From an optimization exercise on the open Yosys and OpenROAD flow, aimed at small area, a short achievable clock period and few clock cycles per item; shortcuts taken in it are not production practice.
In this exercise RTL edits were held to simulation tests only and were not proved equivalent to the original.

File: flow/config.mk
export PLATFORM = sky130hd
export DESIGN_NAME = de_sha2_core
export DESIGN_NICKNAME = de_sha2_core
export VERILOG_FILES = /design/flow/design.v
export SDC_FILE = /design/flow/constraint.sdc
export NUM_CORES = 4
export LEC_CHECK = 0
export CAP_MARGIN = 20
export CORE_MARGIN = 2
export CORE_UTILIZATION = 40
export SLEW_MARGIN = 20
File: flow/constraint.sdc
create_clock -name core_clock -period 10.0 [get_ports {clk}]
set_input_delay 2.0000 -clock core_clock [delete_from_list [all_inputs] [get_ports {clk}]]
set_output_delay 2.0000 -clock core_clock [all_outputs]
set_load 0.01 [all_outputs]
File: flow/run.sh
#!/bin/bash
# synth_recipe.tcl (not shown) runs the flow's synth.tcl, then flattens the netlist and writes it again
# the make line also repeats each setting of config.mk as NAME=value (left out here)
make -C /OpenROAD-flow-scripts/flow DESIGN_CONFIG=/design/flow/config.mk WORK_HOME=/design/flow/orfs CLKGATE_MAP_FILE= SYNTH_SCRIPT=/design/flow/synth_recipe.tcl finish
File: flow/design.v
module de_sha2_core (
    input  wire         clk,
    input  wire         rst,           
    input  wire         in_valid,
    output wire         in_ready,
    input  wire [31:0]  in_data,
    input  wire         in_last,       
    input  wire         in_mode,       
    output wire         out_valid,
    input  wire         out_ready,
    output wire [255:0] out_digest
);
    reg  [31:0]  w [0:15];         
    reg  [31:0]  a, b, c, d, e, f, g, hh;
    reg  [31:0]  h0, h1, h2, h3, h4, h5, h6, h7;    
    reg  [1:0]   q;                
    reg          run;              
    reg  [5:0]   t;                
    reg          fin_pend;         
    reg          op_fin;           
    reg          op_ivl;           
    reg          ah_ready;         
    reg  [4:0]   wj;               
    reg  [3:0]   gap;              
    reg          open;             
    reg          nxt_first, nxt_last, nxt_mode;    
    reg          cur_first, cur_last, cur_mode;    
    reg          ov;               
    reg          dig_mode;         
    integer i;
    reg [31:0] k_t;       
    always @(*) begin
        case (t)
            6'd0:  k_t = 32'h428a2f98; 6'd1:  k_t = 32'h71374491;
            6'd2:  k_t = 32'hb5c0fbcf; 6'd3:  k_t = 32'he9b5dba5;
            6'd4:  k_t = 32'h3956c25b; 6'd5:  k_t = 32'h59f111f1;
            6'd6:  k_t = 32'h923f82a4; 6'd7:  k_t = 32'hab1c5ed5;
            6'd8:  k_t = 32'hd807aa98; 6'd9:  k_t = 32'h12835b01;
            6'd10: k_t = 32'h243185be; 6'd11: k_t = 32'h550c7dc3;
            6'd12: k_t = 32'h72be5d74; 6'd13: k_t = 32'h80deb1fe;
            6'd14: k_t = 32'h9bdc06a7; 6'd15: k_t = 32'hc19bf174;
            6'd16: k_t = 32'he49b69c1; 6'd17: k_t = 32'hefbe4786;
            6'd18: k_t = 32'h0fc19dc6; 6'd19: k_t = 32'h240ca1cc;
            6'd20: k_t = 32'h2de92c6f; 6'd21: k_t = 32'h4a7484aa;
            6'd22: k_t = 32'h5cb0a9dc; 6'd23: k_t = 32'h76f988da;
            6'd24: k_t = 32'h983e5152; 6'd25: k_t = 32'ha831c66d;
            6'd26: k_t = 32'hb00327c8; 6'd27: k_t = 32'hbf597fc7;
            6'd28: k_t = 32'hc6e00bf3; 6'd29: k_t = 32'hd5a79147;
            6'd30: k_t = 32'h06ca6351; 6'd31: k_t = 32'h14292967;
            6'd32: k_t = 32'h27b70a85; 6'd33: k_t = 32'h2e1b2138;
            6'd34: k_t = 32'h4d2c6dfc; 6'd35: k_t = 32'h53380d13;
            6'd36: k_t = 32'h650a7354; 6'd37: k_t = 32'h766a0abb;
            6'd38: k_t = 32'h81c2c92e; 6'd39: k_t = 32'h92722c85;
            6'd40: k_t = 32'ha2bfe8a1; 6'd41: k_t = 32'ha81a664b;
            6'd42: k_t = 32'hc24b8b70; 6'd43: k_t = 32'hc76c51a3;
            6'd44: k_t = 32'hd192e819; 6'd45: k_t = 32'hd6990624;
            6'd46: k_t = 32'hf40e3585; 6'd47: k_t = 32'h106aa070;
            6'd48: k_t = 32'h19a4c116; 6'd49: k_t = 32'h1e376c08;
            6'd50: k_t = 32'h2748774c; 6'd51: k_t = 32'h34b0bcb5;
            6'd52: k_t = 32'h391c0cb3; 6'd53: k_t = 32'h4ed8aa4a;
            6'd54: k_t = 32'h5b9cca4f; 6'd55: k_t = 32'h682e6ff3;
            6'd56: k_t = 32'h748f82ee; 6'd57: k_t = 32'h78a5636f;
            6'd58: k_t = 32'h84c87814; 6'd59: k_t = 32'h8cc70208;
            6'd60: k_t = 32'h90befffa; 6'd61: k_t = 32'ha4506ceb;
            6'd62: k_t = 32'hbef9a3f7; default: k_t = 32'hc67178f2;
        endcase
    end
    function [31:0] iv_a;
        input m; input [1:0] p;
        case ({m, p})
            3'b000: iv_a = 32'ha54ff53a; 3'b001: iv_a = 32'h3c6ef372;
            3'b010: iv_a = 32'hbb67ae85; 3'b011: iv_a = 32'h6a09e667;
            3'b100: iv_a = 32'hf70e5939; 3'b101: iv_a = 32'h3070dd17;
            3'b110: iv_a = 32'h367cd507; default: iv_a = 32'hc1059ed8;
        endcase
    endfunction
    function [31:0] iv_e;
        input m; input [1:0] p;
        case ({m, p})
            3'b000: iv_e = 32'h5be0cd19; 3'b001: iv_e = 32'h1f83d9ab;
            3'b010: iv_e = 32'h9b05688c; 3'b011: iv_e = 32'h510e527f;
            3'b100: iv_e = 32'hbefa4fa4; 3'b101: iv_e = 32'h64f98fa7;
            3'b110: iv_e = 32'h68581511; default: iv_e = 32'hffc00b31;
        endcase
    endfunction
    wire [31:0] big_s0 = {a[1:0], a[31:2]} ^ {a[12:0], a[31:13]} ^ {a[21:0], a[31:22]};
    wire [31:0] big_s1 = {e[5:0], e[31:6]} ^ {e[10:0], e[31:11]} ^ {e[24:0], e[31:25]};
    wire [31:0] ch     = (e & f) ^ (~e & g);
    wire [31:0] maj    = (a & b) ^ (a & c) ^ (b & c);
    wire [31:0] t1     = hh + big_s1 + ch + k_t + w[0];
    wire [31:0] t2     = big_s0 + maj;
    wire [31:0] w1  = w[1];
    wire [31:0] w14 = w[14];
    wire [31:0] sm_s0 = {w1[6:0], w1[31:7]} ^ {w1[17:0], w1[31:18]} ^ {3'b000, w1[31:3]};
    wire [31:0] sm_s1 = {w14[16:0], w14[31:17]} ^ {w14[18:0], w14[31:19]} ^ {10'b0, w14[31:10]};
    wire [31:0] w_next = sm_s1 + w[9] + sm_s0 + w[0];
    wire [31:0] xa   = op_fin ? (cur_first ? iv_a(cur_mode, q) : h3) : 32'h0;
    wire [31:0] xe   = op_fin ? (cur_first ? iv_e(cur_mode, q) : h7) : 32'h0;
    wire [31:0] sum_a = xa + d;
    wire [31:0] sum_e = xe + hh;
    wire win_free = !run || (t >= 6'd52);
    assign in_ready  = (wj == 5'd0) ? (q == 2'd0 && win_free)
                                    : (wj != 5'd16 && gap == 4'd0);
    assign out_valid = ov;
    assign out_digest = {h0, h1, h2, h3, h4, h5, h6, dig_mode ? 32'h0 : h7};
    wire accept   = in_valid && in_ready;
    wire last_rnd = run && (t == 6'd63);
    wire win_end  = (q == 2'd3);
    wire run_n      = run && !last_rnd;
    wire fin_pend_n = (fin_pend && !(op_fin && win_end)) || last_rnd;
    wire ah_ready_n = ah_ready || (win_end && ((op_fin && !cur_last) || op_ivl));
    wire [4:0] wj_n = accept ? wj + 5'd1 : wj;
    wire gap_n0     = accept || (gap == 4'd15);
    wire go         = (wj_n == 5'd16) && gap_n0 && ah_ready_n && !fin_pend_n && !run_n;
    wire ov_n       = (ov && !out_ready) || (op_fin && win_end && cur_last);
    wire fin_next   = fin_pend_n && !ov_n;
    wire ah_free_n  = !run_n && !fin_pend_n && !go;
    wire ivl_next   = nxt_first && (wj != 5'd0) && !ah_ready_n && !go &&
                      (ah_free_n || (fin_next && cur_last));
    always @(posedge clk) begin
        if (rst) begin
            q        <= 2'd0;
            run      <= 1'b0;
            t        <= 6'd0;
            fin_pend <= 1'b0;
            op_fin   <= 1'b0;
            op_ivl   <= 1'b0;
            ah_ready <= 1'b0;
            wj       <= 5'd0;
            gap      <= 4'd0;
            open     <= 1'b0;
            nxt_first <= 1'b0;
            nxt_last <= 1'b0;
            nxt_mode <= 1'b0;
            cur_first <= 1'b0;
            cur_last <= 1'b0;
            cur_mode <= 1'b0;
            ov       <= 1'b0;
            dig_mode <= 1'b0;
        end else begin
            q <= q + 2'd1;
            gap <= accept ? 4'd0 : gap + 4'd1;
            if (accept) begin
                if (wj == 5'd0) begin
                    nxt_first <= !open;
                    if (!open) nxt_mode <= in_mode;
                    open <= 1'b1;
                end
                if (wj == 5'd15) begin
                    nxt_last <= in_last;
                    if (in_last) open <= 1'b0;
                end
            end
            fin_pend <= fin_pend_n;
            if (go) begin
                run       <= 1'b1;
                t         <= 6'd0;
                wj        <= 5'd0;
                ah_ready  <= 1'b0;
                cur_first <= nxt_first;
                cur_last  <= (wj == 5'd15) ? in_last : nxt_last;
                cur_mode  <= nxt_mode;
            end else begin
                run      <= run_n;
                t        <= t + 6'd1;
                wj       <= wj_n;
                ah_ready <= ah_ready_n;
            end
            if (win_end) begin
                op_fin <= fin_next;
                op_ivl <= ivl_next;
            end
            if (op_fin && win_end && cur_last) begin
                ov       <= 1'b1;
                dig_mode <= cur_mode;
            end else if (ov && out_ready) begin
                ov <= 1'b0;
            end
        end
    end
    always @(posedge clk) begin
        for (i = 0; i < 15; i = i + 1)
            w[i] <= w[i+1];
        if (accept)
            w[15] <= in_data;
        else if (run && t < 6'd48)
            w[15] <= w_next;
        else
            w[15] <= w[0];
        hh <= g;  g <= f;  f <= e;
        d  <= c;  c <= b;  b <= a;
        if (run) begin
            a <= t1 + t2;
            e <= d + t1;
        end else if (op_ivl) begin
            a <= iv_a(nxt_mode, q);
            e <= iv_e(nxt_mode, q);
        end else begin
            a <= sum_a;
            e <= sum_e;
        end
        if (op_fin) begin
            h0 <= sum_a;  h1 <= h0;  h2 <= h1;  h3 <= h2;
            h4 <= sum_e;  h5 <= h4;  h6 <= h5;  h7 <= h6;
        end
    end
endmodule
==> results.cfg, run 1 <==
[synth]
synth_mux_area_frac = 0.01196
synthFlopType = dfxtp_1
synth_seq_cells = 1087
ys_seq_area_frac = 0.5055
yosysUniqueCellTypes = 93
synth-compound-area-share = 0.1443
synth_edf_count = 256
syn_area_per_cell_sq_um = 10.87
yosysWarnings = 2
syn_inst = 4425
yosys.area_share.simple = 0.08064
synthAdderAreaFrac = 0.1405
async_flop_share = 0
synth_top_family_by_area = compound AO/OA/AOI/OAI gates
yosys.area_share.xor_xnor = 0.07796
syn_area_sq_um = 48110
synth_fp_nets = 4870

[clocking]
cts_buffers = 107
cts_tree = yes
root_buffer = clkbuf_16
clk_latency_ns = 0.74
ctsHoldBuffers = 0
clock_sinks = 1087
cts_setup_buffers = 0
htree_levels = 3
clk_path_buf_depth = 3
post_cts_resized = 0
clk_pin_slew_ns = 0.06

[timing]
fin_worst_skew_ns = 0.07784
slew_headroom = 0.2367
rsz0062_at_grt = no
slew_viol_final = 0
period_needed_ns = 7.765
layout_worst_path_cycle_share = 0.7765
hold_viol = 0
finalSetupViolations = 0
max_freq_mhz = 128.8
max_slew.worst_pin.slew_ns = 1.141
setup-tns-final_ns = 0

[min_path]
hp-class = flop to flop

[global_routing]
grt_pass1_vias = 33260
grt-ovfl-total = 0
antenna_found_initial = 13
grtUsageTotal = 0.2546
grt_pass1_wl_um = 229200
grt_max_degree = 89

[critical_path]
crit_path_start_kind = flop
ff2ff_path_depth = 28
end_kind = flop
startpoint = e[17]
crit_top_cell = fa_1
path_max_fanout = 7
cp.required_ns = 10.57
r2r-end = a[28]
critPathCapture = a[28]
rr_startpoint = e[17]
cp_slowest_cell = fa_1
cpPeakStageDelay_ns = 0.50
reg2reg_slack_ns = 2.24
crit_arrival_ns = 8.33
critPathKind = flop to flop

[floorplanning]
fp.dieW_um = 350.8
io_pins = 296
core_area_sq_um = 119700
fp-row-count = 127
fp.dieH_um = 350.8
start_util = 0.4021
fp.dieArea_sq_um = 123100

[detailed_routing]
antenna_left = 0
drc = 0
dr_total_vias = 35150
wl_per_cell_um = 24.79
drt_first_pass_iters = 7
drt-initial-drc-count = 3893
avgViaCountPerCell = 5.472
routed_wl_um = 159200

[flow_run]
drv_cap = 0

[cells_and_area]
layout-drive-gt1-share = 0.06340
final_core_util = 0.4735
finalNetCount = 5162
area_growth_pct = 17.74

[placed_design]
hpwlAfterDp_um = 125200
numPortBuffers = 295
place.gp.congestion = 0.9830

[outcome]
status = finished clean
## area by class of cell
cell class	instances	area (sq um)
timing repair buffer	347	3343
antenna	1	2.502
fill	10960	63000
clock buffer	140	2948
multi-input combinational	2846	21980
clock inverter	63	797.0
sequential	1087	24330
tap	1612	2017
inverter	328	1231
## flip-flops by register name, indices dropped and copies added (netlist names), 6 cells and up
| signal | flops |
|---|---|
| f | 32 |
| h2 | 32 |
| g | 32 |
| h5 | 32 |
| h7 | 32 |
| a | 32 |
| h3 | 32 |
| d | 32 |
| hh | 32 |
| e | 32 |
| h6 | 32 |
| w | 512 |
| h1 | 32 |
| t | 6 |
| b | 32 |
| h4 | 32 |
| h0 | 32 |
| c | 32 |
| k_t | 32 |
## worst max-delay path: cells and delay by family, from the launching register on
kind / cells / cell delay (ns)
AND/OR/NAND/NOR: 3 / 0.66
flip-flops: 1 / 0.48
XOR/XNOR: 3 / 0.68
buffers and inverters: 3 / 0.15
AO/OA/AOI/OAI: 13 / 2.96
adder cells (fa/ha/maj): 6 / 2.68
## cell families (layout without fill, tap and decap cells)
kind of cell | Yosys count | in the layout
flops | 1087 | 1087
fa+ha+maj | 429 | 429
xor+xnor | 425 | 425
mux | 54 | 54
other cells | 0 | 1
buf+inv | 492 | 878
simple gates | 846 | 846
compound gates | 1092 | 1092
## cell usage after synthesis, types with 26 or more instances
cell | count | area share
a211oi_1 | 45 | 0.0070
a21o_1 | 85 | 0.013
a21oi_1 | 291 | 0.030
a31oi_1 | 60 | 0.0078
clkbuf_1 | 132 | 0.010
dfxtp_1 | 831 | 0.35
edfxtp_1 | 256 | 0.16
fa_1 | 193 | 0.080
ha_1 | 214 | 0.056
inv_1 | 320 | 0.025
mux2_2 | 28 | 0.0066
mux2i_1 | 26 | 0.0054
nand2_1 | 274 | 0.021
nand3_1 | 78 | 0.0081
nor2_1 | 246 | 0.019
nor2b_1 | 53 | 0.0069
nor3_1 | 56 | 0.0058
o211ai_1 | 42 | 0.0066
o21a_1 | 45 | 0.0070
o21ai_0 | 284 | 0.030
xnor2_1 | 319 | 0.058
xor2_1 | 104 | 0.019
## metrics by stage
step           instances  hold WS, ns  instance area, sq um  setup slack [ns]
2_1_floorplan       4425       0.3096                 48120             2.815
3_3_place_gp        6220       0.3096                 52900             2.432
3_5_place_dp        6220       0.3121                 52900             2.352
4_1_cts             6423       0.2953                 56650             2.278
5_1_grt             6423       0.2996                 56650             1.766
6_report            6424       0.2985                 56650             2.235
## worst min-delay path by stage
stage                     cells after the start        end      start
after floorplan                               0   w[10][0]   w[11][0]
after global placement                        0   w[7][17]   w[8][17]
after detailed placement                      0  w[10][16]  w[11][16]
after CTS                                     0      g[17]      f[17]
after global routing                          0      g[17]      f[17]
final                                         0      g[17]      f[17]
## per-layer routing
metal | vias to the layer above | share of wire | global-route usage
met5 | - | 0.00035 | 0
met4 | 8 | 0.029 | 0.06779
met3 | 282 | 0.096 | 0.04791
met2 | 1757 | 0.41 | 0.3722
met1 | 17120 | 0.46 | 0.3825
li1 | 15980 | - | -
## layout by cell type (no fill, tap or decap), drive strengths merged, types with 57 or more instances in the layout
master,netlist,routed
dfxtp,831,831
a21o,85,85
nor3,57,57
nand3,78,78
xor2,104,104
a21oi,291,291
xnor2,319,319
clkbuf,132,140
fa,193,193
a31oi,60,60
nand2,275,275
nor2,247,247
inv,324,328
ha,214,214
clkdlybuf4s50,0,295
edfxtp,256,256
o21ai,293,293
Testbench counts, summed over its fixed seeds: cycles 64,872, blocks 952.
==> run 2, diff against run 1 <==
--- a/flow/design.v
+++ b/flow/design.v
@@ -84,20 +84,47 @@
         endcase
     endfunction
+    function [31:0] fa_s;
+        input [31:0] x, y, z;
+        fa_s = x ^ y ^ z;
+    endfunction
+    function [31:0] fa_c;
+        input [31:0] x, y, z;
+        fa_c = {((x[30:0] & y[30:0]) | (x[30:0] & z[30:0]) | (y[30:0] & z[30:0])), 1'b0};
+    endfunction
     wire [31:0] big_s0 = {a[1:0], a[31:2]} ^ {a[12:0], a[31:13]} ^ {a[21:0], a[31:22]};
     wire [31:0] big_s1 = {e[5:0], e[31:6]} ^ {e[10:0], e[31:11]} ^ {e[24:0], e[31:25]};
     wire [31:0] ch     = (e & f) ^ (~e & g);
     wire [31:0] maj    = (a & b) ^ (a & c) ^ (b & c);
-    wire [31:0] t1     = hh + big_s1 + ch + k_t + w[0];
-    wire [31:0] t2     = big_s0 + maj;
+    wire [31:0] z_s  = fa_s(hh, k_t, w[0]);
+    wire [31:0] z_c  = fa_c(hh, k_t, w[0]);
+    wire [31:0] m_s  = fa_s(big_s1, ch, z_s);
+    wire [31:0] m_c  = fa_c(big_s1, ch, z_s);
+    wire [31:0] n_s  = fa_s(big_s0, maj, z_c);
+    wire [31:0] n_c  = fa_c(big_s0, maj, z_c);
+    wire [31:0] a1_s = fa_s(m_s, m_c, n_s);
+    wire [31:0] a1_c = fa_c(m_s, m_c, n_s);
+    wire [31:0] pa   = fa_s(a1_s, a1_c, n_c);
+    wire [31:0] qa   = fa_c(a1_s, a1_c, n_c);
+    wire [31:0] e1_s = fa_s(m_s, m_c, z_c);
+    wire [31:0] e1_c = fa_c(m_s, m_c, z_c);
+    wire [31:0] pe   = fa_s(e1_s, e1_c, d);
+    wire [31:0] qe   = fa_c(e1_s, e1_c, d);
     wire [31:0] w1  = w[1];
     wire [31:0] w14 = w[14];
     wire [31:0] sm_s0 = {w1[6:0], w1[31:7]} ^ {w1[17:0], w1[31:18]} ^ {3'b000, w1[31:3]};
     wire [31:0] sm_s1 = {w14[16:0], w14[31:17]} ^ {w14[18:0], w14[31:19]} ^ {10'b0, w14[31:10]};
-    wire [31:0] w_next = sm_s1 + w[9] + sm_s0 + w[0];
-    wire [31:0] xa   = op_fin ? (cur_first ? iv_a(cur_mode, q) : h3) : 32'h0;
-    wire [31:0] xe   = op_fin ? (cur_first ? iv_e(cur_mode, q) : h7) : 32'h0;
-    wire [31:0] sum_a = xa + d;
-    wire [31:0] sum_e = xe + hh;
-    wire win_free = !run || (t >= 6'd52);
+    wire [31:0] u_s  = fa_s(sm_s0, w[9], w[0]);
+    wire [31:0] u_c  = fa_c(sm_s0, w[9], w[0]);
+    wire [31:0] w_next = fa_s(u_s, u_c, sm_s1) + fa_c(u_s, u_c, sm_s1);
+    wire        sel_h  = op_fin && !cur_first;
+    wire        sel_iv = (op_fin && cur_first) || op_ivl;
+    wire        iv_m   = op_ivl ? nxt_mode : cur_mode;
+    wire [31:0] xa = sel_h ? h3 : (sel_iv ? iv_a(iv_m, q) : 32'h0);
+    wire [31:0] xe = sel_h ? h7 : (sel_iv ? iv_e(iv_m, q) : 32'h0);
+    wire [31:0] ya = op_ivl ? 32'h0 : d;
+    wire [31:0] ye = op_ivl ? 32'h0 : hh;
+    wire [31:0] sum_a = (run ? pa : xa) + (run ? qa : ya);
+    wire [31:0] sum_e = (run ? pe : xe) + (run ? qe : ye);
+    wire win_free = !run || (t >= 6'd56) || (open && t >= 6'd52);
     assign in_ready  = (wj == 5'd0) ? (q == 2'd0 && win_free)
                                     : (wj != 5'd16 && gap == 4'd0);
@@ -116,6 +143,5 @@
     wire fin_next   = fin_pend_n && !ov_n;
     wire ah_free_n  = !run_n && !fin_pend_n && !go;
-    wire ivl_next   = nxt_first && (wj != 5'd0) && !ah_ready_n && !go &&
-                      (ah_free_n || (fin_next && cur_last));
+    wire ivl_next   = nxt_first && (wj != 5'd0) && !ah_ready_n && ah_free_n;
     always @(posedge clk) begin
         if (rst) begin
@@ -190,14 +216,6 @@
         hh <= g;  g <= f;  f <= e;
         d  <= c;  c <= b;  b <= a;
-        if (run) begin
-            a <= t1 + t2;
-            e <= d + t1;
-        end else if (op_ivl) begin
-            a <= iv_a(nxt_mode, q);
-            e <= iv_e(nxt_mode, q);
-        end else begin
-            a <= sum_a;
-            e <= sum_e;
-        end
+        a <= sum_a;
+        e <= sum_e;
         if (op_fin) begin
             h0 <= sum_a;  h1 <= h0;  h2 <= h1;  h3 <= h2;
==> results.cfg, run 2 <==
[cells_and_area]
stdcell_count = 5782
final_core_util = 0.4787
final_common_cell = dfxtp_1
largest_reg_flops = 512
area_growth_pct = 19.00
top_register = w
layout-drive-gt1-share = 0.07155
finalNetCount = 4614
layout_common_cells = dfxtp_1, inv_1, clkdlybuf4s50_1

[clocking]
clock_sinks = 1087
clk_pin_slew_ns = 0.06
ctsHoldBuffers = 0
htree_levels = 3
root_buffer = clkbuf_16
cts_buffers = 112
cts_tree = yes
cts_setup_buffers = 0
clk_latency_ns = 0.74
post_cts_resized = 0
clk_path_buf_depth = 3

[timing]
fin_worst_skew_ns = 0.06249
hold_viol = 0
max_slew.worst_pin.slew_ns = 1.104
slew_headroom = 0.2622
layout_worst_path_cycle_share = 0.7119
slew_viol_final = 0
period_needed_ns = 7.119
rsz0062_at_grt = no
setup_ws_ns = 2.882
max_freq_mhz = 140.5
finalSetupViolations = 0
setup-tns-final_ns = 0

[critical_path]
cp.required_ns = 10.41
crit_path_start_kind = flop
cpPeakStageDelay_ns = 0.68
crit_chain = inv_1 > ha_1 > buf_4 > nor2_1 > a21oi_1 > a21oi_1 > and2_1 > a211oi_1 > o21ai_0 > ha_1 > inv_1 > fa_1 > nor2b_1 > o21ai_0 > a21oi_1 > o21ai_0 > nand2_1 > a221oi_1 > o2111a_1 > o41ai_1 > a21oi_1 > xnor2_1
cp_top_family = compound AO/OA/AOI/OAI gates
path_max_fanout = 12
crit_arrival_ns = 7.52
worstPathBufferInverterCount = 3
crit_top_cell = a21oi_1
critPathKind = flop to flop
end_kind = flop
cp_slowest_cell = and2_1

[synth]
synthFlopType = dfxtp_1
synthTopCellsByArea = dfxtp_1, edfxtp_1, fa_1
synth_seq_cells = 1087
yosysWarnings = 2
synth_area_leader_cell = dfxtp_1
syn_inst = 3865
yosysUniqueCellTypes = 85
ys_seq_area_frac = 0.5382
synth.most_common_cell = dfxtp_1
syn_area_per_cell_sq_um = 11.69
async_flop_share = 0
synth_fp_nets = 4302
synth_edf_count = 256
synth_top_cell_area_share = 0.3681
syn_area_sq_um = 45190
synth_commonest_cells = dfxtp_1, inv_1, fa_1

[global_routing]
grt-ovfl-total = 0
grt_use_met1 = 0.3560
grt_max_degree = 87
grt_most_used_layer = met2
grt_pass1_vias = 29660
grt_util_met2 = 0.3986
grt_pass1_wl_um = 212100
antenna_found_initial = 10
grtUsageMet3 = 0.04681
grtUsageTotal = 0.2550

[detailed_routing]
dr_total_vias = 30420
antenna_left = 0
avgViaCountPerCell = 5.260
drc = 0
routed_wl_um = 149500
drt_first_pass_iters = 8
drt-initial-drc-count = 3508
wl_per_cell_um = 25.85

[placed_design]
hpwlAfterDp_um = 115600
place.gp.congestion = 1.013
place_inst = 5562
numPortBuffers = 295
place_ws_ns = 3.370

[floorplanning]
fp.dieArea_sq_um = 115700
io_pins = 296
fp-row-count = 123
fp.dieH_um = 340.1
core_area_sq_um = 112300
fp.dieW_um = 340.1
start_util = 0.4023

[flow_run]
drv_cap = 0

[min_path]
hp-class = flop to flop

[outcome]
status = finished clean
[run 2: cell type report]
type / count / area, sq um
clock buffer: 147 / 3148
antenna: 5 / 12.51
timing repair buffer: 338 / 3296
fill: 10290 / 58570
inverter: 389 / 1460
tap: 1500 / 1877
multi-input combinational: 2249 / 18910
clock inverter: 67 / 747.0
sequential: 1087 / 24330
[run 2: stage by stage]
step	cell area, sq um	hold WS, ns
floorplan	45190	0.3096
global placement	49840	0.3096
detailed placement	49840	0.3121
CTS	53740	0.3071
global route	53770	0.3155
finish	53780	0.3098
[run 2: path summary, 6_finish.rpt]
| path | start | slack [ns] | to | depth (start not counted) |
|---|---|---|---|---|
| worst max-delay path | q[0] | 2.88 | h4[28] | 22 |
| worst min-delay path | w[10][20] | 0.31 | w[9][20] | 0 |
| worst max register to register | q[0] | 2.88 | h4[28] | 22 |
| worst min register to register | w[10][20] | 0.31 | w[9][20] | 0 |
[run 2: cells by family after synthesis]
| family | Yosys count | share of synthesized area |
|---|---|---|
| flops | 1087 | 0.5382 |
| compound gates | 837 | 0.1178 |
| simple gates | 606 | 0.06066 |
| buf+inv | 529 | 0.04535 |
| fa+ha+maj | 409 | 0.1587 |
| xor+xnor | 353 | 0.06841 |
| mux | 44 | 0.01091 |
[run 2: per-layer routing]
| metal | vias up | routed length (um) |
|---|---|---|
| met5 | - | 34 |
| met2 | 1381 | 67400 |
| met3 | 296 | 12420 |
| met1 | 15030 | 63790 |
| li1 | 13700 | - |
| met4 | 6 | 5804 |
Testbench counts of run 2, summed over its fixed seeds: cycles 66,376, blocks 952.
==> run 3, diff against run 2 <==
--- a/flow/design.v
+++ b/flow/design.v
@@ -117,9 +117,18 @@
     wire [31:0] u_c  = fa_c(sm_s0, w[9], w[0]);
     wire [31:0] w_next = fa_s(u_s, u_c, sm_s1) + fa_c(u_s, u_c, sm_s1);
-    wire        sel_h  = op_fin && !cur_first;
-    wire        sel_iv = (op_fin && cur_first) || op_ivl;
-    wire        iv_m   = op_ivl ? nxt_mode : cur_mode;
-    wire [31:0] xa = sel_h ? h3 : (sel_iv ? iv_a(iv_m, q) : 32'h0);
-    wire [31:0] xe = sel_h ? h7 : (sel_iv ? iv_e(iv_m, q) : 32'h0);
+    reg         sel_h;
+    reg  [7:0]  iv_en;
+    reg  [31:0] xa_iv, xe_iv;
+    integer k;
+    always @(*) begin
+        xa_iv = 32'h0;
+        xe_iv = 32'h0;
+        for (k = 0; k < 8; k = k + 1) begin
+            xa_iv = xa_iv | ({32{iv_en[k]}} & iv_a(k[2], k[1:0]));
+            xe_iv = xe_iv | ({32{iv_en[k]}} & iv_e(k[2], k[1:0]));
+        end
+    end
+    wire [31:0] xa = ({32{sel_h}} & h3) | xa_iv;
+    wire [31:0] xe = ({32{sel_h}} & h7) | xe_iv;
     wire [31:0] ya = op_ivl ? 32'h0 : d;
     wire [31:0] ye = op_ivl ? 32'h0 : hh;
@@ -144,4 +153,17 @@
     wire ah_free_n  = !run_n && !fin_pend_n && !go;
     wire ivl_next   = nxt_first && (wj != 5'd0) && !ah_ready_n && ah_free_n;
+    wire [1:0] q_n        = rst ? 2'd0 : q + 2'd1;
+    wire       op_fin_n   = !rst && (win_end ? fin_next : op_fin);
+    wire       op_ivl_n   = !rst && (win_end ? ivl_next : op_ivl);
+    wire       cur_first_n = !rst && (go ? nxt_first : cur_first);
+    wire       cur_mode_n = !rst && (go ? nxt_mode : cur_mode);
+    wire       nxt_mode_n = !rst && ((accept && wj == 5'd0 && !open) ? in_mode : nxt_mode);
+    wire       sel_iv_n   = (op_fin_n && cur_first_n) || op_ivl_n;
+    wire       iv_m_n     = op_ivl_n ? nxt_mode_n : cur_mode_n;
+    always @(posedge clk) begin
+        sel_h <= op_fin_n && !cur_first_n;
+        for (k = 0; k < 8; k = k + 1)
+            iv_en[k] <= sel_iv_n && (q_n == k[1:0]) && (iv_m_n == k[2]);
+    end
     always @(posedge clk) begin
         if (rst) begin
==> results.cfg, run 3 <==
[global_routing]
grtUsageTotal = 0.2502
antenna_found_initial = 13
grt-ovfl-total = 0
grt_pass1_wl_um = 209700
grt_pass1_vias = 30100
grt_max_degree = 139

[detailed_routing]
routed_wl_um = 145800
wl_per_cell_um = 25.43
antenna_left = 0
drt-initial-drc-count = 2961
avgViaCountPerCell = 5.236
drt_first_pass_iters = 6
dr_total_vias = 30020
drc = 0

[clocking]
clk_pin_slew_ns = 0.08
clk_path_buf_depth = 3
root_buffer = clkbuf_16
cts_setup_buffers = 0
htree_levels = 3
post_cts_resized = 0
clk_latency_ns = 0.73
clock_sinks = 1096
ctsHoldBuffers = 0
cts_tree = yes
cts_buffers = 114

[critical_path]
crit_arrival_ns = 6.63
cpPeakStageDelay_ns = 0.61
crit_path_start_kind = flop
path_max_fanout = 6
cp_slowest_cell = fa_1
crit_top_cell = fa_1
end_kind = flop
critPathKind = flop to flop
cp.required_ns = 10.41
crit_chain = xor2_1 > xnor2_1 > fa_1 > inv_1 > fa_1 > fa_1 > a2bb2oi_1 > ha_1 > nand4_1 > or4b_1 > a31oi_1 > o2111ai_1 > a21oi_2 > nand4_1 > and3_1 > o41ai_1 > a21oi_1 > xnor2_1

[timing]
fin_worst_skew_ns = 0.05694
setup-tns-final_ns = 0
period_needed_ns = 6.218
setup_ws_ns = 3.782
max_slew.worst_pin.slew_ns = 1.132
hold_viol = 0
hold_ws_ns = 0.2946
finalSetupViolations = 0
slew_headroom = 0.2425
rsz0062_at_grt = no
layout_worst_path_cycle_share = 0.6218
slew_viol_final = 0
max_freq_mhz = 160.8

[synth]
syn_inst = 3822
synth_commonest_cells = dfxtp_1, inv_1, fa_1
synth.most_common_cell = dfxtp_1
synthTopCellsByArea = dfxtp_1, edfxtp_1, fa_1
async_flop_share = 0
syn_area_sq_um = 45170
ys_seq_area_frac = 0.5425
synth_fp_nets = 4256
yosysWarnings = 2
synth_seq_cells = 1096
synth_top_cell_area_share = 0.3723
syn_area_per_cell_sq_um = 11.82
synthFlopType = dfxtp_1
yosysUniqueCellTypes = 80
synth_edf_count = 256
synth_area_leader_cell = dfxtp_1

[floorplanning]
core_area_sq_um = 112200
fp.dieW_um = 340.0
start_util = 0.4026
fp.dieArea_sq_um = 115600
io_pins = 296
fp.dieH_um = 340.0
fp-row-count = 123

[placed_design]
numPortBuffers = 295
place_ws_ns = 3.492
place.gp.congestion = 0.9482
hpwlAfterDp_um = 110100

[cells_and_area]
final_common_cell = dfxtp_1
top_register = w
area_growth_pct = 19.17
finalNetCount = 4572
layout-drive-gt1-share = 0.07254
largest_reg_flops = 512
final_core_util = 0.4798
layout_common_cells = dfxtp_1, inv_1, clkdlybuf4s50_1
fill_cells = 10150

[flow_run]
drv_cap = 0

[min_path]
hp-class = flop to flop

[outcome]
status = finished clean
run 3: layer usage:
layer | part of all wire | GRT usage | up-vias
li1 | - | - | 13540
met5 | 0.00030 | 0 | -
met1 | 0.43 | 0.3437 | 14990
met2 | 0.45 | 0.3937 | 1214
met4 | 0.042 | 0.09587 | 6
met3 | 0.070 | 0.04541 | 275
run 3: critical path, delay by kind of cell (launching register included):
family	cells	cell delay [ns]
AOI/OAI and AO/OA	6	1.59
xor gates and xnor gates	3	0.62
adders and majority gates	4	1.95
buffers and inverters	1	0.09
DFF	1	0.60
and+or+nand+nor	4	1.05
run 3: cell type report:
type	instances	area (sq um)	area share
sequential	1096	24510	0.4554
clock inverter	58	721.9	0.01341
tap	1500	1877	0.03487
antenna	1	2.502	0.00004649
inverter	390	1464	0.02720
multi-input combinational	2196	18710	0.3475
clock buffer	152	3237	0.06014
timing repair buffer	340	3303	0.06137
run 3: cells by family (layout without fill, tap and decap cells):
logic type,Yosys count,count (layout),share of synthesized area
XOR/XNOR,357,357,0.06923
AO/OA/AOI/OAI,782,782,0.1141
other,0,1,0
multiplexers,43,43,0.01014
buffers and inverters,530,940,0.04479
flip-flops,1096,1096,0.5425
AND/OR/NAND/NOR,608,608,0.06164
adder cells (fa/ha/maj),406,406,0.1576
run 3: worst paths after layout:
| path | endpoint | cells past startpoint | slack, ns | from |
|---|---|---|---|---|
| worst max-delay path | h0[31] | 18 | 3.78 | e[31] |
| worst max register to register | h0[31] | 18 | 3.78 | e[31] |
| worst min register to register | w[12][25] | 0 | 0.29 | w[13][25] |
| worst min-delay path | w[12][25] | 0 | 0.29 | w[13][25] |
run 3: per-stage QoR:
step | area, sq um | std cells
finish | 53830 | 5733
global route | 53820 | 5732
CTS | 53820 | 5732
detailed placement | 49860 | 5522
global placement | 49860 | 5522
floorplan | 45170 | 3822
Testbench counts of run 3, summed over its fixed seeds: cycles 66,376, blocks 952.
==> run 4, diff against run 3 <==
--- a/flow/design.v
+++ b/flow/design.v
@@ -17,4 +17,5 @@
     reg          run;              
     reg  [5:0]   t;                
+    reg  [31:0]  k_t;              
     reg          fin_pend;         
     reg          op_fin;           
@@ -29,41 +30,41 @@
     reg          dig_mode;         
     integer i;
-    reg [31:0] k_t;       
-    always @(*) begin
-        case (t)
-            6'd0:  k_t = 32'h428a2f98; 6'd1:  k_t = 32'h71374491;
-            6'd2:  k_t = 32'hb5c0fbcf; 6'd3:  k_t = 32'he9b5dba5;
-            6'd4:  k_t = 32'h3956c25b; 6'd5:  k_t = 32'h59f111f1;
-            6'd6:  k_t = 32'h923f82a4; 6'd7:  k_t = 32'hab1c5ed5;
-            6'd8:  k_t = 32'hd807aa98; 6'd9:  k_t = 32'h12835b01;
-            6'd10: k_t = 32'h243185be; 6'd11: k_t = 32'h550c7dc3;
-            6'd12: k_t = 32'h72be5d74; 6'd13: k_t = 32'h80deb1fe;
-            6'd14: k_t = 32'h9bdc06a7; 6'd15: k_t = 32'hc19bf174;
-            6'd16: k_t = 32'he49b69c1; 6'd17: k_t = 32'hefbe4786;
-            6'd18: k_t = 32'h0fc19dc6; 6'd19: k_t = 32'h240ca1cc;
-            6'd20: k_t = 32'h2de92c6f; 6'd21: k_t = 32'h4a7484aa;
-            6'd22: k_t = 32'h5cb0a9dc; 6'd23: k_t = 32'h76f988da;
-            6'd24: k_t = 32'h983e5152; 6'd25: k_t = 32'ha831c66d;
-            6'd26: k_t = 32'hb00327c8; 6'd27: k_t = 32'hbf597fc7;
-            6'd28: k_t = 32'hc6e00bf3; 6'd29: k_t = 32'hd5a79147;
-            6'd30: k_t = 32'h06ca6351; 6'd31: k_t = 32'h14292967;
-            6'd32: k_t = 32'h27b70a85; 6'd33: k_t = 32'h2e1b2138;
-            6'd34: k_t = 32'h4d2c6dfc; 6'd35: k_t = 32'h53380d13;
-            6'd36: k_t = 32'h650a7354; 6'd37: k_t = 32'h766a0abb;
-            6'd38: k_t = 32'h81c2c92e; 6'd39: k_t = 32'h92722c85;
-            6'd40: k_t = 32'ha2bfe8a1; 6'd41: k_t = 32'ha81a664b;
-            6'd42: k_t = 32'hc24b8b70; 6'd43: k_t = 32'hc76c51a3;
-            6'd44: k_t = 32'hd192e819; 6'd45: k_t = 32'hd6990624;
-            6'd46: k_t = 32'hf40e3585; 6'd47: k_t = 32'h106aa070;
-            6'd48: k_t = 32'h19a4c116; 6'd49: k_t = 32'h1e376c08;
-            6'd50: k_t = 32'h2748774c; 6'd51: k_t = 32'h34b0bcb5;
-            6'd52: k_t = 32'h391c0cb3; 6'd53: k_t = 32'h4ed8aa4a;
-            6'd54: k_t = 32'h5b9cca4f; 6'd55: k_t = 32'h682e6ff3;
-            6'd56: k_t = 32'h748f82ee; 6'd57: k_t = 32'h78a5636f;
-            6'd58: k_t = 32'h84c87814; 6'd59: k_t = 32'h8cc70208;
-            6'd60: k_t = 32'h90befffa; 6'd61: k_t = 32'ha4506ceb;
-            6'd62: k_t = 32'hbef9a3f7; default: k_t = 32'hc67178f2;
+    function [31:0] kfun;
+        input [5:0] i;
+        case (i)
+            6'd0:  kfun = 32'h428a2f98; 6'd1:  kfun = 32'h71374491;
+            6'd2:  kfun = 32'hb5c0fbcf; 6'd3:  kfun = 32'he9b5dba5;
+            6'd4:  kfun = 32'h3956c25b; 6'd5:  kfun = 32'h59f111f1;
+            6'd6:  kfun = 32'h923f82a4; 6'd7:  kfun = 32'hab1c5ed5;
+            6'd8:  kfun = 32'hd807aa98; 6'd9:  kfun = 32'h12835b01;
+            6'd10: kfun = 32'h243185be; 6'd11: kfun = 32'h550c7dc3;
+            6'd12: kfun = 32'h72be5d74; 6'd13: kfun = 32'h80deb1fe;
+            6'd14: kfun = 32'h9bdc06a7; 6'd15: kfun = 32'hc19bf174;
+            6'd16: kfun = 32'he49b69c1; 6'd17: kfun = 32'hefbe4786;
+            6'd18: kfun = 32'h0fc19dc6; 6'd19: kfun = 32'h240ca1cc;
+            6'd20: kfun = 32'h2de92c6f; 6'd21: kfun = 32'h4a7484aa;
+            6'd22: kfun = 32'h5cb0a9dc; 6'd23: kfun = 32'h76f988da;
+            6'd24: kfun = 32'h983e5152; 6'd25: kfun = 32'ha831c66d;
+            6'd26: kfun = 32'hb00327c8; 6'd27: kfun = 32'hbf597fc7;
+            6'd28: kfun = 32'hc6e00bf3; 6'd29: kfun = 32'hd5a79147;
+            6'd30: kfun = 32'h06ca6351; 6'd31: kfun = 32'h14292967;
+            6'd32: kfun = 32'h27b70a85; 6'd33: kfun = 32'h2e1b2138;
+            6'd34: kfun = 32'h4d2c6dfc; 6'd35: kfun = 32'h53380d13;
+            6'd36: kfun = 32'h650a7354; 6'd37: kfun = 32'h766a0abb;
+            6'd38: kfun = 32'h81c2c92e; 6'd39: kfun = 32'h92722c85;
+            6'd40: kfun = 32'ha2bfe8a1; 6'd41: kfun = 32'ha81a664b;
+            6'd42: kfun = 32'hc24b8b70; 6'd43: kfun = 32'hc76c51a3;
+            6'd44: kfun = 32'hd192e819; 6'd45: kfun = 32'hd6990624;
+            6'd46: kfun = 32'hf40e3585; 6'd47: kfun = 32'h106aa070;
+            6'd48: kfun = 32'h19a4c116; 6'd49: kfun = 32'h1e376c08;
+            6'd50: kfun = 32'h2748774c; 6'd51: kfun = 32'h34b0bcb5;
+            6'd52: kfun = 32'h391c0cb3; 6'd53: kfun = 32'h4ed8aa4a;
+            6'd54: kfun = 32'h5b9cca4f; 6'd55: kfun = 32'h682e6ff3;
+            6'd56: kfun = 32'h748f82ee; 6'd57: kfun = 32'h78a5636f;
+            6'd58: kfun = 32'h84c87814; 6'd59: kfun = 32'h8cc70208;
+            6'd60: kfun = 32'h90befffa; 6'd61: kfun = 32'ha4506ceb;
+            6'd62: kfun = 32'hbef9a3f7; default: kfun = 32'hc67178f2;
         endcase
-    end
+    endfunction
     function [31:0] iv_a;
         input m; input [1:0] p;
@@ -161,5 +162,7 @@
     wire       sel_iv_n   = (op_fin_n && cur_first_n) || op_ivl_n;
     wire       iv_m_n     = op_ivl_n ? nxt_mode_n : cur_mode_n;
+    wire [5:0] t_n        = (!rst && run_n) ? t + 6'd1 : 6'd0;
     always @(posedge clk) begin
+        k_t   <= kfun(t_n);
         sel_h <= op_fin_n && !cur_first_n;
         for (k = 0; k < 8; k = k + 1)
@@ -201,7 +204,7 @@
             end
             fin_pend <= fin_pend_n;
+            t <= t_n;
             if (go) begin
                 run       <= 1'b1;
-                t         <= 6'd0;
                 wj        <= 5'd0;
                 ah_ready  <= 1'b0;
@@ -211,5 +214,4 @@
             end else begin
                 run      <= run_n;
-                t        <= t + 6'd1;
                 wj       <= wj_n;
                 ah_ready <= ah_ready_n;
--- a/flow/config.mk
+++ b/flow/config.mk
@@ -9,3 +9,4 @@
 export CORE_MARGIN = 2
 export CORE_UTILIZATION = 40
+export SETUP_SLACK_MARGIN = 4.5
 export SLEW_MARGIN = 20
==> results.cfg, run 4 <==
[critical_path]
cp_top_family = adder cells
critPathKind = flop to flop
cp.required_ns = 10.47
crit_chain = mux2i_1 > fa_1 > buf_4 > fa_1 > inv_1 > fa_1 > inv_1 > a32oi_1 > ha_1 > a41o_1 > a221oi_2 > o221ai_2 > nand4_1 > nand4_1 > nand2_1 > nand3b_1 > o21ai_1 > xnor2_1
crit_path_start_kind = flop
cpPeakStageDelay_ns = 0.58
crit_arrival_ns = 6.00
path_max_fanout = 6
cp_slowest_cell = dfxtp_1
crit_top_cell = fa_1
end_kind = flop
worstPathBufferInverterCount = 3

[detailed_routing]
wl_per_cell_um = 24.51
dr_total_vias = 30330
avgViaCountPerCell = 5.263
antenna_left = 0
drt-initial-drc-count = 2650
drc = 0
routed_wl_um = 141200
drt_first_pass_iters = 6

[timing]
fin_worst_skew_ns = 0.06784
period_needed_ns = 5.532
slew_viol_final = 0
slew_headroom = 0.2658
max_slew.worst_pin.slew_ns = 1.097
setup_ws_ns = 4.468
layout_worst_path_cycle_share = 0.5532
setup-tns-final_ns = 0
max_freq_mhz = 180.8
rsz0062_at_grt = yes
hold_viol = 0
finalSetupViolations = 0

[synth]
ys_seq_area_frac = 0.5412
async_flop_share = 0
synth_edf_count = 256
synthFlopType = dfxtp_1
synth_fp_nets = 4284
synth_top_cell_area_share = 0.3714
syn_area_sq_um = 45270
yosysUniqueCellTypes = 83
syn_area_per_cell_sq_um = 11.76
synth_commonest_cells = dfxtp_1, inv_1, fa_1
synth_area_leader_cell = dfxtp_1
syn_inst = 3849
yosysWarnings = 2
synth_seq_cells = 1096
synthTopCellsByArea = dfxtp_1, edfxtp_1, fa_1
synth.most_common_cell = dfxtp_1

[floorplanning]
core_area_sq_um = 112300
fp.dieW_um = 340.4
fp.dieH_um = 340.4
start_util = 0.4030
fp-row-count = 123
fp.dieArea_sq_um = 115900
io_pins = 296

[clocking]
htree_levels = 3
clk_pin_slew_ns = 0.06
root_buffer = clkbuf_16
cts_tree = yes
cts_buffers = 112
ctsHoldBuffers = 0
clock_sinks = 1096
clk_path_buf_depth = 3
clk_latency_ns = 0.75

[global_routing]
grt-ovfl-total = 0
grt_pass1_wl_um = 203100
grt_max_degree = 125
grtUsageTotal = 0.2404
antenna_found_initial = 16
grt_pass1_vias = 29880

[outcome]
status = finished clean

[cells_and_area]
final_common_cell = dfxtp_1
final_core_util = 0.4837
layout-drive-gt1-share = 0.09249
area_growth_pct = 20.03
finalNetCount = 4601
fin_area_sq_um = 54340
largest_reg_flops = 512
top_register = w
layout_common_cells = dfxtp_1, inv_1, clkdlybuf4s50_1

[flow_run]
drv_cap = 0

[placed_design]
numPortBuffers = 295
place_ws_ns = 3.642
place_area_sq_um = 49860
hpwlAfterDp_um = 106900
place.gp.congestion = 0.9601

[min_path]
hp-class = flop to flop
-- run 4: cell types whose count changed after synthesis, sizes merged, moves of 9 or more --
| cell | delta |
|---|---|
| buf | -12 |
| clkbuf | +22 |
| nor3 | +19 |
| xnor2 | -13 |
| nor2 | +36 |
| a21o | +16 |
| o21ai | -9 |
| xor2 | +11 |
| nand4 | +10 |
| o311ai | +12 |
| nand2 | -26 |
| nand3 | -10 |
| a21oi | +13 |
-- run 4: per-layer routing --
| layer | global-route usage | wire length [um] | vias to the layer above |
|---|---|---|---|
| met3 | 0.05071 | 11330 | 273 |
| met4 | 0.09058 | 5920 | 2 |
| met1 | 0.3250 | 59680 | 15170 |
| met5 | 0 | 17 | - |
| li1 | - | - | 13640 |
| met2 | 0.3795 | 64270 | 1244 |
-- run 4: path summary, 6_finish.rpt --
check             from        end  slack, ns  cells after the start
max               e[5]     h4[31]       4.47                     18
min          w[12][15]  w[11][15]       0.28                      0
max reg2reg       e[5]     h4[31]       4.47                     18
min reg2reg  w[12][15]  w[11][15]       0.28                      0
-- run 4: logic make-up after synthesis --
kind of cell | Yosys count | synth area share
flops | 1096 | 0.5412
compound gates | 790 | 0.1152
simple gates | 620 | 0.06257
buf+inv | 543 | 0.04554
fa+ha+maj | 407 | 0.1575
xor+xnor | 355 | 0.06868
mux | 38 | 0.009258
-- run 4: cell type report --
class	instances	area [sq um]
clock buffer	160	3277
inverter	393	1479
timing repair buffer	353	3411
fill	10220	58010
sequential	1096	24580
multi-input combinational	2210	19010
tap	1500	1877
clock inverter	48	703.2
antenna	2	5.005
-- run 4: timing repair --
item / in CTS / in global routing
gates resized for setup: 46 / 68
pin swaps: 12 / 21
setup endpoints to repair: 27 / 63
cloned: 0 / 0
setup buffers: 5 / 15
endpoints found under the hold margin: 0 / 0
-- run 4: per-stage QoR --
step           hold WS [ns]  std cells
3_5_place_dp         0.3121       5532
3_3_place_gp         0.3097       5532
5_1_grt              0.2937       5760
6_report             0.2850       5762
4_1_cts              0.2895       5745
2_1_floorplan        0.3096       3849
Testbench counts of run 4, summed over its fixed seeds: cycles 66,376, blocks 952.
==> run 5, diff against run 4 <==
--- a/flow/design.v
+++ b/flow/design.v
@@ -17,5 +17,6 @@
     reg          run;              
     reg  [5:0]   t;                
-    reg  [31:0]  k_t;              
+    reg  [31:0]  kq;               
+    reg  [31:0]  zs, zc;           
     reg          fin_pend;         
     reg          op_fin;           
@@ -97,16 +98,14 @@
     wire [31:0] ch     = (e & f) ^ (~e & g);
     wire [31:0] maj    = (a & b) ^ (a & c) ^ (b & c);
-    wire [31:0] z_s  = fa_s(hh, k_t, w[0]);
-    wire [31:0] z_c  = fa_c(hh, k_t, w[0]);
-    wire [31:0] m_s  = fa_s(big_s1, ch, z_s);
-    wire [31:0] m_c  = fa_c(big_s1, ch, z_s);
-    wire [31:0] n_s  = fa_s(big_s0, maj, z_c);
-    wire [31:0] n_c  = fa_c(big_s0, maj, z_c);
+    wire [31:0] m_s  = fa_s(big_s1, ch, zs);
+    wire [31:0] m_c  = fa_c(big_s1, ch, zs);
+    wire [31:0] n_s  = fa_s(big_s0, maj, zc);
+    wire [31:0] n_c  = fa_c(big_s0, maj, zc);
     wire [31:0] a1_s = fa_s(m_s, m_c, n_s);
     wire [31:0] a1_c = fa_c(m_s, m_c, n_s);
     wire [31:0] pa   = fa_s(a1_s, a1_c, n_c);
     wire [31:0] qa   = fa_c(a1_s, a1_c, n_c);
-    wire [31:0] e1_s = fa_s(m_s, m_c, z_c);
-    wire [31:0] e1_c = fa_c(m_s, m_c, z_c);
+    wire [31:0] e1_s = fa_s(m_s, m_c, zc);
+    wire [31:0] e1_c = fa_c(m_s, m_c, zc);
     wire [31:0] pe   = fa_s(e1_s, e1_c, d);
     wire [31:0] qe   = fa_c(e1_s, e1_c, d);
@@ -164,5 +163,7 @@
     wire [5:0] t_n        = (!rst && run_n) ? t + 6'd1 : 6'd0;
     always @(posedge clk) begin
-        k_t   <= kfun(t_n);
+        kq    <= go ? kfun(6'd1) : (run_n ? kfun(t + 6'd2) : kfun(6'd0));
+        zs    <= fa_s(g, kq, w[1]);
+        zc    <= fa_c(g, kq, w[1]);
         sel_h <= op_fin_n && !cur_first_n;
         for (k = 0; k < 8; k = k + 1)
--- a/flow/config.mk
+++ b/flow/config.mk
@@ -8,5 +8,8 @@
 export CAP_MARGIN = 20
 export CORE_MARGIN = 2
-export CORE_UTILIZATION = 40
-export SETUP_SLACK_MARGIN = 4.5
+export CORE_UTILIZATION = 50
+export CTS_BUF_LIST = sky130_fd_sc_hd__clkbuf_8
+export CTS_CLUSTER_SIZE = 24
+export PLACE_DENSITY = 0.65
+export SETUP_SLACK_MARGIN = 5.0
 export SLEW_MARGIN = 20
==> results.cfg, run 5 <==
[synth]
yosysUniqueCellTypes = 80
synth_edf_count = 256
syn_area_sq_um = 46390
synth_commonest_cells = dfxtp_1, inv_1, fa_1
synthTopCellsByArea = dfxtp_1, edfxtp_1, fa_1
synth_area_leader_cell = dfxtp_1
synth_top_cell_area_share = 0.3897
async_flop_share = 0
syn_inst = 3790
synth_fp_nets = 4246
synth_seq_cells = 1159
yosysWarnings = 2
synthFlopType = dfxtp_1
synth.most_common_cell = dfxtp_1
syn_area_per_cell_sq_um = 12.24
ys_seq_area_frac = 0.5554

[timing]
rsz0062_at_grt = yes
fin_worst_skew_ns = 0.04500
period_needed_ns = 5.024
slew_viol_final = 0
layout_worst_path_cycle_share = 0.5024
setup-tns-final_ns = 0
setup_ws_ns = 4.976
hold_viol = 0
max_freq_mhz = 199.1
slew_headroom = 0.2373
finalSetupViolations = 0
max_slew.worst_pin.slew_ns = 1.135

[critical_path]
path_max_fanout = 4
crit_arrival_ns = 5.62
crit_chain = xnor2_4 > xnor2_2 > fa_1 > fa_1 > inv_1 > fa_1 > a22oi_1 > ha_1 > o21a_1 > o31a_1 > o41a_1 > buf_4 > a31oi_4 > a31o_4 > o21a_4 > o311ai_4 > o211ai_1 > xnor2_1
ff2ff_path_depth = 18
cp.required_ns = 10.59
worstPathBufferInverterCount = 2
cpPeakStageDelay_ns = 0.52
reg2reg_slack_ns = 4.98
cp_slowest_cell = fa_1
critPathKind = flop to flop
end_kind = flop
crit_path_start_kind = flop
crit_top_cell = fa_1
rr_startpoint = e[29]
cp_top_family = adder cells
r2r-end = h4[30]

[clocking]
cts_buffers = 185
clk_pin_slew_ns = 0.07
clk_latency_ns = 0.89
clock_sinks = 1159
htree_levels = 4
root_buffer = clkbuf_8
cts_tree = yes
clk_path_buf_depth = 3

[global_routing]
grtUsageTotal = 0.2964
antenna_found_initial = 9
grt_pass1_vias = 30320
grt_max_degree = 149
grt-ovfl-total = 0
grt_pass1_wl_um = 201800

[cells_and_area]
final_common_cell = dfxtp_1
fill_cells = 7420
area_growth_pct = 21.00
layout-drive-gt1-share = 0.1431
top_register = w
finalNetCount = 4687
largest_reg_flops = 512
layout_common_cells = dfxtp_1, inv_1, clkdlybuf4s50_1

[floorplanning]
io_pins = 296
fp.dieArea_sq_um = 95230
fp.dieH_um = 308.6
fp.dieW_um = 308.6
core_area_sq_um = 91800
fp-row-count = 111
start_util = 0.5053

[placed_design]
place_ws_ns = 4.513
place.gp.congestion = 0.9512
numPortBuffers = 295
hpwlAfterDp_um = 104500

[detailed_routing]
drt-initial-drc-count = 3044
drc = 0
dr_total_vias = 30630
wl_per_cell_um = 25.05
routed_wl_um = 141100
drt_first_pass_iters = 6
antenna_left = 0
avgViaCountPerCell = 5.438

[min_path]
hp-class = flop to flop
whs_path_depth = 0
min_to = w[12][19]
hp-start = w[13][19]

[flow_run]
drv_cap = 0

[outcome]
status = finished clean
## run 5: how the worst max path moves through the flow
| stage | startpoint | to | cells past startpoint |
|---|---|---|---|
| 2_1_floorplan | e[15] | h4[31] | 16 |
| 3_3_place_gp | e[29] | h4[31] | 17 |
| 3_5_place_dp | e[30] | h4[31] | 16 |
| 4_1_cts | e[13] | h4[31] | 16 |
| 5_1_grt | e[15] | h4[30] | 18 |
| 6_report | e[29] | h4[30] | 18 |
## run 5: metrics by stage
stage	instance area, sq um	util	std cells	hold slack (ns)
2_1_floorplan	46390	-	3790	0.3096
3_3_place_gp	50810	0.5535	5231	0.3096
3_5_place_dp	50810	0.5535	5231	0.3121
4_1_cts	55180	0.6010	5587	0.2947
5_1_grt	56120	0.6113	5627	0.3086
6_report	56130	0.6114	5632	0.3039
## run 5: logic make-up (layout without fill, tap and decap cells)
group / Yosys count / count (layout) / share of synthesized area
compound gates: 707 / 707 / 0.09982
xor+xnor: 363 / 363 / 0.06853
fa+ha+maj: 441 / 441 / 0.1632
buf+inv: 431 / 1024 / 0.03493
flops: 1159 / 1159 / 0.5554
mux: 51 / 51 / 0.01335
other cells: 0 / 6 / 0
simple gates: 638 / 638 / 0.06481
## run 5: metal layers
layer | global-route usage | share of wire | vias up
met3 | 0.06077 | 0.080 | 279
met1 | 0.4008 | 0.42 | 15180
li1 | - | - | 13830
met4 | 0.1204 | 0.039 | 0
met5 | 0 | 0 | -
met2 | 0.4678 | 0.46 | 1341
## run 5: layout make-up
type / instances / area (sq um) / area share
repair buffers: 391 / 3714 / 0.06616
inverters: 294 / 1109 / 0.01975
clock buffers: 222 / 3055 / 0.05443
well taps: 1243 / 1555 / 0.02771
multi-input cells: 2200 / 19890 / 0.3544
flip-flops and latches: 1159 / 25940 / 0.4622
clock inverters: 117 / 845.8 / 0.01507
diodes: 6 / 15.01 / 0.0002675
## run 5: repair_timing
action / in CTS / in global routing
resized for setup: 106 / 150
pin swaps: 27 / 57
setup endpoints to repair: 58 / 60
endpoints found under the hold margin: 0 / 0
buffers inserted: 17 / 39
hold buffers: 0 / 0
Testbench counts of run 5, summed over its fixed seeds: cycles 66,376, blocks 952.
==> run 6, diff against run 5 <==
--- a/flow/design.v
+++ b/flow/design.v
@@ -17,6 +17,6 @@
     reg          run;              
     reg  [5:0]   t;                
-    reg  [31:0]  kq;               
     reg  [31:0]  zs, zc;           
+    wire [31:0]  kq;               
     reg          fin_pend;         
     reg          op_fin;           
@@ -162,6 +162,6 @@
     wire       iv_m_n     = op_ivl_n ? nxt_mode_n : cur_mode_n;
     wire [5:0] t_n        = (!rst && run_n) ? t + 6'd1 : 6'd0;
+    assign kq = kfun(run ? t + 6'd1 : 6'd0);
     always @(posedge clk) begin
-        kq    <= go ? kfun(6'd1) : (run_n ? kfun(t + 6'd2) : kfun(6'd0));
         zs    <= fa_s(g, kq, w[1]);
         zc    <= fa_c(g, kq, w[1]);
--- a/flow/config.mk
+++ b/flow/config.mk
@@ -8,8 +8,9 @@
 export CAP_MARGIN = 20
 export CORE_MARGIN = 2
-export CORE_UTILIZATION = 50
-export CTS_BUF_LIST = sky130_fd_sc_hd__clkbuf_8
-export CTS_CLUSTER_SIZE = 24
-export PLACE_DENSITY = 0.65
+export CORE_UTILIZATION = 60
+export CTS_BUF_LIST = sky130_fd_sc_hd__clkbuf_16
+export CTS_CLUSTER_DIAMETER = 80
+export CTS_CLUSTER_SIZE = 30
+export PLACE_DENSITY = 0.72
 export SETUP_SLACK_MARGIN = 5.0
 export SLEW_MARGIN = 20
==> results.cfg, run 6 <==
[outcome]
status = finished clean

[clocking]
cts_tree = yes
cts_buffers = 50
htree_levels = 2
clk_pin_slew_ns = 0.11
clk_path_buf_depth = 3
clock_sinks = 1127
ctsHoldBuffers = 0
clk_latency_ns = 0.69
root_buffer = clkbuf_16

[cells_and_area]
layout-drive-gt1-share = 0.09151
finalNetCount = 4651
layout_common_cells = dfxtp_1, inv_1, clkdlybuf4s50_1
final_common_cell = dfxtp_1
largest_reg_flops = 512
top_register = w
stdcell_count = 5284
area_growth_pct = 15.32

[placed_design]
place_inst = 5154
numPortBuffers = 295
place.gp.congestion = 1.059
hpwlAfterDp_um = 109200
place_ws_ns = 4.245

[critical_path]
crit_chain = xnor2_2 > xnor2_2 > fa_2 > buf_4 > fa_1 > fa_1 > inv_1 > a21oi_2 > ha_4 > a211o_1 > o211ai_1 > buf_4 > a2111oi_4 > o211ai_1 > a21o_1 > nand3_1 > a31o_2 > a21oi_4 > xnor2_2
crit_top_cell = xnor2_2
cp_slowest_cell = fa_2
critPathKind = flop to flop
path_max_fanout = 6
crit_path_start_kind = flop
cpPeakStageDelay_ns = 0.53
crit_arrival_ns = 5.41
end_kind = flop
cp.required_ns = 10.42

[detailed_routing]
antenna_left = 0
avgViaCountPerCell = 5.926
drt_first_pass_iters = 8
routed_wl_um = 144800
dr_total_vias = 31310
drc = 0
wl_per_cell_um = 27.41
drt-initial-drc-count = 4037

[synth]
syn_area_sq_um = 46080
synth_commonest_cells = dfxtp_1, inv_1, xnor2_1
synth_fp_nets = 4380
synthFlopType = dfxtp_1
synth_area_leader_cell = dfxtp_1
yosysWarnings = 2
syn_area_per_cell_sq_um = 11.69
ys_seq_area_frac = 0.5453
synthTopCellsByArea = dfxtp_1, edfxtp_1, fa_1
synth_seq_cells = 1127
yosysUniqueCellTypes = 76
syn_inst = 3943
synth.most_common_cell = dfxtp_1
async_flop_share = 0
synth_edf_count = 256
synth_top_cell_area_share = 0.3784

[global_routing]
grt_pass1_vias = 30290
grtUsageTotal = 0.3621
grt_pass1_wl_um = 204100
grt-ovfl-total = 0
antenna_found_initial = 6
grt_max_degree = 77

[floorplanning]
io_pins = 296
core_area_sq_um = 75950
start_util = 0.6067
fp.dieW_um = 281.1
fp.dieArea_sq_um = 79030
fp-row-count = 101
fp.dieH_um = 281.1

[timing]
finalSetupViolations = 0
rsz0062_at_grt = yes
fin_worst_skew_ns = 0.04997
slew_headroom = 0.2790
max_slew.worst_pin.slew_ns = 1.081
period_needed_ns = 4.993
slew_viol_final = 0
max_freq_mhz = 200.3
setup-tns-final_ns = 0
setup_ws_ns = 5.007
hold_viol = 0
layout_worst_path_cycle_share = 0.4993

[min_path]
hp-class = flop to flop

[flow_run]
drv_cap = 0
-- run 6: worst paths after layout --
kind / startpoint / to / slack [ns] / cells past startpoint
max: e[9] / h0[30] / 5.01 / 19
min: w[15][31] / w[14][31] / 0.31 / 0
max reg2reg: e[9] / h0[30] / 5.01 / 19
min reg2reg: w[15][31] / w[14][31] / 0.31 / 0
-- run 6: cell families after synthesis --
logic type / count (synthesis) / synth area share
multiplexers: 19 / 0.004127
flip-flops: 1127 / 0.5453
buffers and inverters: 573 / 0.04670
AND/OR/NAND/NOR: 641 / 0.06468
AO/OA/AOI/OAI: 810 / 0.1145
XOR/XNOR: 354 / 0.06729
adder cells (fa/ha/maj): 419 / 0.1575
-- run 6: final cells by class --
type / count / area [sq um]
Fill cell: 5572 / 22810
Sequential cell: 1127 / 25300
Tap cell: 1030 / 1289
Multi-Input combinational cell: 2243 / 19740
Inverter: 417 / 1577
Antenna cell: 3 / 7.507
Clock inverter: 37 / 361.6
Timing Repair Buffer: 375 / 3561
Clock buffer: 52 / 1301
-- run 6: repair_timing --
item	4_1_cts	5_1_grt
buffers inserted	11	27
pin swaps	20	61
resized for setup	130	153
setup endpoints to repair	98	109
cloned	0	0
-- run 6: worst max-delay path: cells and delay by family (launching register included) --
| kind | cells | cell delay, ns |
|---|---|---|
| AOI/OAI and AO/OA | 8 | 1.61 |
| xor gates and xnor gates | 3 | 0.60 |
| adders and majority gates | 4 | 1.69 |
| buffers and inverters | 3 | 0.37 |
| DFF | 1 | 0.41 |
| and+or+nand+nor | 1 | 0.10 |
-- run 6: per-stage QoR --
stage / hold WS [ns] / area (sq um) / utilization
2_1_floorplan: 0.3096 / 46080 / -
3_3_place_gp: 0.3096 / 50130 / 0.6601
3_5_place_dp: 0.3121 / 50140 / 0.6601
4_1_cts: 0.3147 / 52290 / 0.6885
5_1_grt: 0.3106 / 53130 / 0.6995
6_report: 0.3144 / 53140 / 0.6996
-- run 6: routing by layer --
| layer | wire, um | vias to the layer above | GRT usage |
|---|---|---|---|
| met5 | 0 | - | 0 |
| met4 | 7247 | 0 | 0.1554 |
| met3 | 13850 | 361 | 0.06875 |
| met2 | 66480 | 1684 | 0.5725 |
| met1 | 57270 | 15480 | 0.4903 |
| li1 | - | 13790 | - |
Testbench counts of run 6, summed over its fixed seeds: cycles 66,376, blocks 952.

-- what the ideal ports hide --
Ports are ideal in the flow. The routed layouts listed here were re-timed in OpenROAD.
Step 1 assumes that a clkbuf_16 drives the clock port and a buf_2 every other input.
Step 2 moves the port delays by t, midway between the first and last clock arrival at a register: inputs arrive t later, outputs are due t later. That takes back most of the time a late clock gives input paths.
Slacks: no drivers / after step 1 / after step 2; pairs: no drivers / after step 1.
| run | t, ns | slack for setup (ns) | worst hold slack (ns) | worst data-port slew with drivers (ns) |
|---|---|---|---|---|
| run 1 | 0.781 | 2.235 / 2.235 / 2.235 | 0.298 / 0.298 / 0.298 | 0.07 |
| run 2 | 0.779 | 2.882 / 2.882 / 2.882 | 0.310 / 0.310 / 0.310 | 0.06 |
| run 3 | 0.766 | 3.782 / 3.782 / 3.375 | 0.295 / 0.295 / 0.295 | 0.05 |
| run 4 | 0.779 | 4.468 / 4.468 / 4.381 | 0.285 / 0.285 / 0.285 | 0.06 |
| run 5 | 0.925 | 4.976 / 4.976 / 4.976 | 0.304 / 0.304 / 0.304 | 0.07 |
| run 6 | 0.740 | 5.007 / 5.007 / 4.881 | 0.314 / 0.314 / 0.314 | 0.05 |
After both steps setup and hold are still met in every run listed. For run 3, which loses most, drivers alone change the setup slack by 0.000 ns; drivers and shift together by -0.407 ns.
